This design comes from an exercise in tuning for small area, a short achievable clock period and few clock cycles on the open sky130 flow, not from production work.

==> flow/design.v <==
module hive_div (
    input  wire        clk,
    input  wire        rst,
    input  wire        in_valid,
    output wire        in_ready,
    input  wire [1:0]  in_op,
    input  wire [31:0] in_a,
    input  wire [31:0] in_b,
    output reg         out_valid,
    output wire [31:0] out_result
);
    reg        rdy;                  
    reg        p1, it, fx;
    reg        sgn, is_mod, sa, sb;  
    reg        nsb, ee;              
    reg [31:0] R;                    
    reg [31:0] Q;                    
    reg [32:0] D;                    
    reg [4:0]  cnt;
    reg        last, one, dsh;       
    reg        fxw;                  
    reg        cin, frc_x, xinv;     
    assign in_ready   = rdy;
    assign out_result = Q;
    function [5:0] msb;
        input [31:0] x;
        reg [15:0] v1; reg [15:0] p1_;
        reg [7:0]  v2; reg [15:0] p2_;
        reg [3:0]  v3; reg [11:0] p3_;
        reg [1:0]  v4; reg [7:0]  p4_;
        integer i;
        begin
            for (i = 0; i < 16; i = i + 1) begin
                v1[i]  = x[2*i+1] | x[2*i];
                p1_[i] = x[2*i+1];
            end
            for (i = 0; i < 8; i = i + 1) begin
                v2[i]        = v1[2*i+1] | v1[2*i];
                p2_[2*i+:2]  = v1[2*i+1] ? {1'b1, p1_[2*i+1]} : {1'b0, p1_[2*i]};
            end
            for (i = 0; i < 4; i = i + 1) begin
                v3[i]        = v2[2*i+1] | v2[2*i];
                p3_[3*i+:3]  = v2[2*i+1] ? {1'b1, p2_[4*i+2+:2]} : {1'b0, p2_[4*i+:2]};
            end
            for (i = 0; i < 2; i = i + 1) begin
                v4[i]        = v3[2*i+1] | v3[2*i];
                p4_[4*i+:4]  = v3[2*i+1] ? {1'b1, p3_[6*i+3+:3]} : {1'b0, p3_[6*i+:3]};
            end
            msb = {v4[1] | v4[0], v4[1] ? {1'b1, p4_[7:4]} : {1'b0, p4_[3:0]}};
        end
    endfunction
    wire        e      = sa && sb;
    wire        sdiff  = sa ^ sb;
    wire [31:0] ax     = ee ? {~R[30:0], 1'b1} : R;
    wire [5:0]  ma     = msb(ax);
    wire [5:0]  mb     = msb(~D[31:0]);
    wire [5:0]  nd     = {1'b0, ma[4:0]} - {1'b0, mb[4:0]};    
    wire        a_zero = (R == 32'd0) && !sa;
    wire        d_ones = (D[31:0] == 32'hFFFF_FFFF);          
    wire        b_zero = d_ones && !sb;
    wire        ovf    = d_ones && sb && (R == 32'h8000_0000);
    wire        spec   = b_zero || ovf;
    wire        zr     = spec || a_zero;
    wire        skip   = nd[5] || !ma[5] || zr;
    wire        addb   = sdiff && !zr;   
    wire [31:0] spec_q = is_mod ? 32'd0 :
                         ovf ? 32'h7FFF_FFFF :
                         !sgn ? 32'hFFFF_FFFF :
                         sa ? 32'h8000_0000 : 32'h7FFF_FFFF;
    wire [4:0]  sh     = nd[4:0] & {5{!nd[5]}};
    wire        fill   = nsb;
    wire [32:0] s0     = D;
    wire [32:0] s1     = sh[0] ? {s0[31:0], fill}        : s0;
    wire [32:0] s2     = sh[1] ? {s1[30:0], {2{fill}}}   : s1;
    wire [32:0] s3     = sh[2] ? {s2[28:0], {4{fill}}}   : s2;
    wire [32:0] s4     = sh[3] ? {s3[24:0], {8{fill}}}   : s3;
    wire [32:0] Dsh    = sh[4] ? {s4[16:0], {16{fill}}}  : s4;
    wire [32:0] Y      = D | {33{frc_x}};
    wire [34:0] sum_c  = {2'b00, R, 1'b1} + {1'b0, Y, cin};    
    wire        fits   = sum_c[34];
    wire [31:0] X      = sum_c[32:1] ^ {32{xinv}};
    always @(posedge clk) begin
        if (rst) begin
            rdy       <= 1'b1;
            p1        <= 1'b0;
            it        <= 1'b0;
            fx        <= 1'b0;
            out_valid <= 1'b0;
        end else begin
            out_valid <= fx;
            if (rdy) begin
                fx  <= 1'b0;
                if (in_valid) begin
                    rdy <= 1'b0;
                    p1  <= 1'b1;
                end
            end
            if (p1) begin
                p1 <= 1'b0;
                if (skip) begin
                    fx  <= 1'b1;
                    rdy <= 1'b1;
                end else begin
                    it  <= 1'b1;
                end
            end
            if ((p1 && !skip && sh == 5'd0 || it && one) && !is_mod) begin
                fx  <= 1'b1;
                rdy <= 1'b1;
            end
            if (it && last) begin
                it  <= 1'b0;
                if (is_mod) begin
                    fx  <= 1'b1;
                    rdy <= 1'b1;
                end
            end
        end
        if (p1 || (it && fits))
            R <= X;
        if (rdy) begin
            R       <= in_a ^ {32{!in_op[0] && in_a[31] && !in_b[31]}};
            D       <= {1'b1, in_b ^ {32{!(!in_op[0] && in_b[31])}}};
            sgn     <= !in_op[0];
            is_mod  <= in_op[1];
            sa      <= !in_op[0] && in_a[31];
            sb      <= !in_op[0] && in_b[31];
            nsb     <= !(!in_op[0] && in_b[31]);
            ee      <= !in_op[0] && in_a[31] && in_b[31];
        end
        if (p1)
            D <= Dsh;
        if (dsh)
            D <= {D[32], D[32:1]};
        if (p1)
            Q <= spec ? spec_q : {32{addb}};
        if (it)
            Q <= {Q[30:0], fits ^ sdiff};
        if (fx && fxw)
            Q <= X;
        if (p1) begin
            cnt   <= sh;
            last  <= (sh == 5'd0);
            one   <= (sh == 5'd1);
            fxw   <= is_mod && !zr;
            frc_x <= skip && !addb;
            cin   <= skip ? !e : !sb;
            xinv  <= skip && sa;
        end
        dsh <= !rst && (p1 ? (!skip && sh != 5'd0) : (it && !last && !one));
        if (it) begin
            if (!last) begin
                cnt  <= cnt - 5'd1;
                last <= one;
                one  <= (cnt == 5'd2);
            end
            else begin
                frc_x <= is_mod && (sa == sb);
                cin   <= !e;
                xinv  <= sa;
            end
        end
        if (rdy) begin
            frc_x <= 1'b1;
            cin   <= !(!in_op[0] && in_b[31]);
            xinv  <= !in_op[0] && in_a[31] && in_b[31];
        end
    end
endmodule
==> flow/config.mk <==
export PLATFORM = sky130hd
export DESIGN_NAME = hive_div
export DESIGN_NICKNAME = hive_div
export VERILOG_FILES = /design/flow/design.v
export SDC_FILE = /design/flow/constraint.sdc
export NUM_CORES = 4
export LEC_CHECK = 0
export ABC_AREA = 1
export CAP_MARGIN = 20
export CORE_MARGIN = 2
export CORE_UTILIZATION = 40
export PLACE_DENSITY = 0.6
export SLEW_MARGIN = 20
==> flow/constraint.sdc <==
create_clock -name core_clock -period 10.0 [get_ports {clk}]
set_input_delay 2.0000 -clock core_clock [delete_from_list [all_inputs] [get_ports {clk}]]
set_output_delay 2.0000 -clock core_clock [all_outputs]
set_load 0.01 [all_outputs]
standard.sh (not shown) runs the stock make flow with config.mk's settings and CLKGATE_MAP_FILE= SYNTH_SCRIPT=/design/flow/synth_recipe.tcl, a recipe that flattens the netlist after the stock synthesis.
==> flow/flow/run.sh <==
#!/bin/bash
# The standard layout, with timing repair aimed at a shorter period than the
# clock's: repair_timing treats any path with less than 6.7 ns of slack at the
# 10 ns clock as failing. Constraints and clock are the design's own.
set -euo pipefail
bash standard.sh finish SETUP_SLACK_MARGIN=6.7 > flow_make.log 2>&1
Next try:
==> flow/flow/run.sh (replaced) <==
#!/bin/bash
# The standard layout, with timing repair aimed at a shorter period than the
# clock's: repair_timing treats any path with less than 7 ns of slack at the
# 10 ns clock as failing. Constraints and clock are the design's own.
set -euo pipefail
bash standard.sh finish SETUP_SLACK_MARGIN=7 > flow_make.log 2>&1
Effect:
- The changed run passed the timing, DRC and antenna checks
- area after synthesis does not change
- die area does not change
- hold slack gains 0.014 ns
- synthesized cell count stays the same
- utilization went up by 3.1 points
No functional check of the RTL was part of any run of this note.

separate check: timing with driven ports:
The results above use ideal ports. As a check the final layouts listed here were re-extracted and re-timed, cells and wires unchanged.
Step 1, drivers: a clkbuf_16 drives clk and a buf_2 each remaining input, both assumed.
Step 2, shift: input delay + t, output delay - t, t = (earliest + latest rising clock arrival at the registers) / 2. This alone moves slack from input paths to output paths.
Three values: ideal ports, drivers, drivers and shift; two values: the first two.
run | t (ns) | setup slack, ns | latest minus earliest clock arrival (ns) | worst register clock-pin slew, ns | worst slew at a driven data input, ns
the first run | 0.484 | 6.124 / 6.124 / 6.124 | 0.013 / 0.013 | 0.07 / 0.07 | 0.06
the second run | 0.481 | 6.131 / 6.131 / 6.090 | 0.019 / 0.019 | 0.08 / 0.08 | 0.05
After both steps setup and hold are still met in every run listed. For the second run, which loses most, drivers alone change the setup slack by 0.000 ns; drivers and shift together by -0.041 ns.
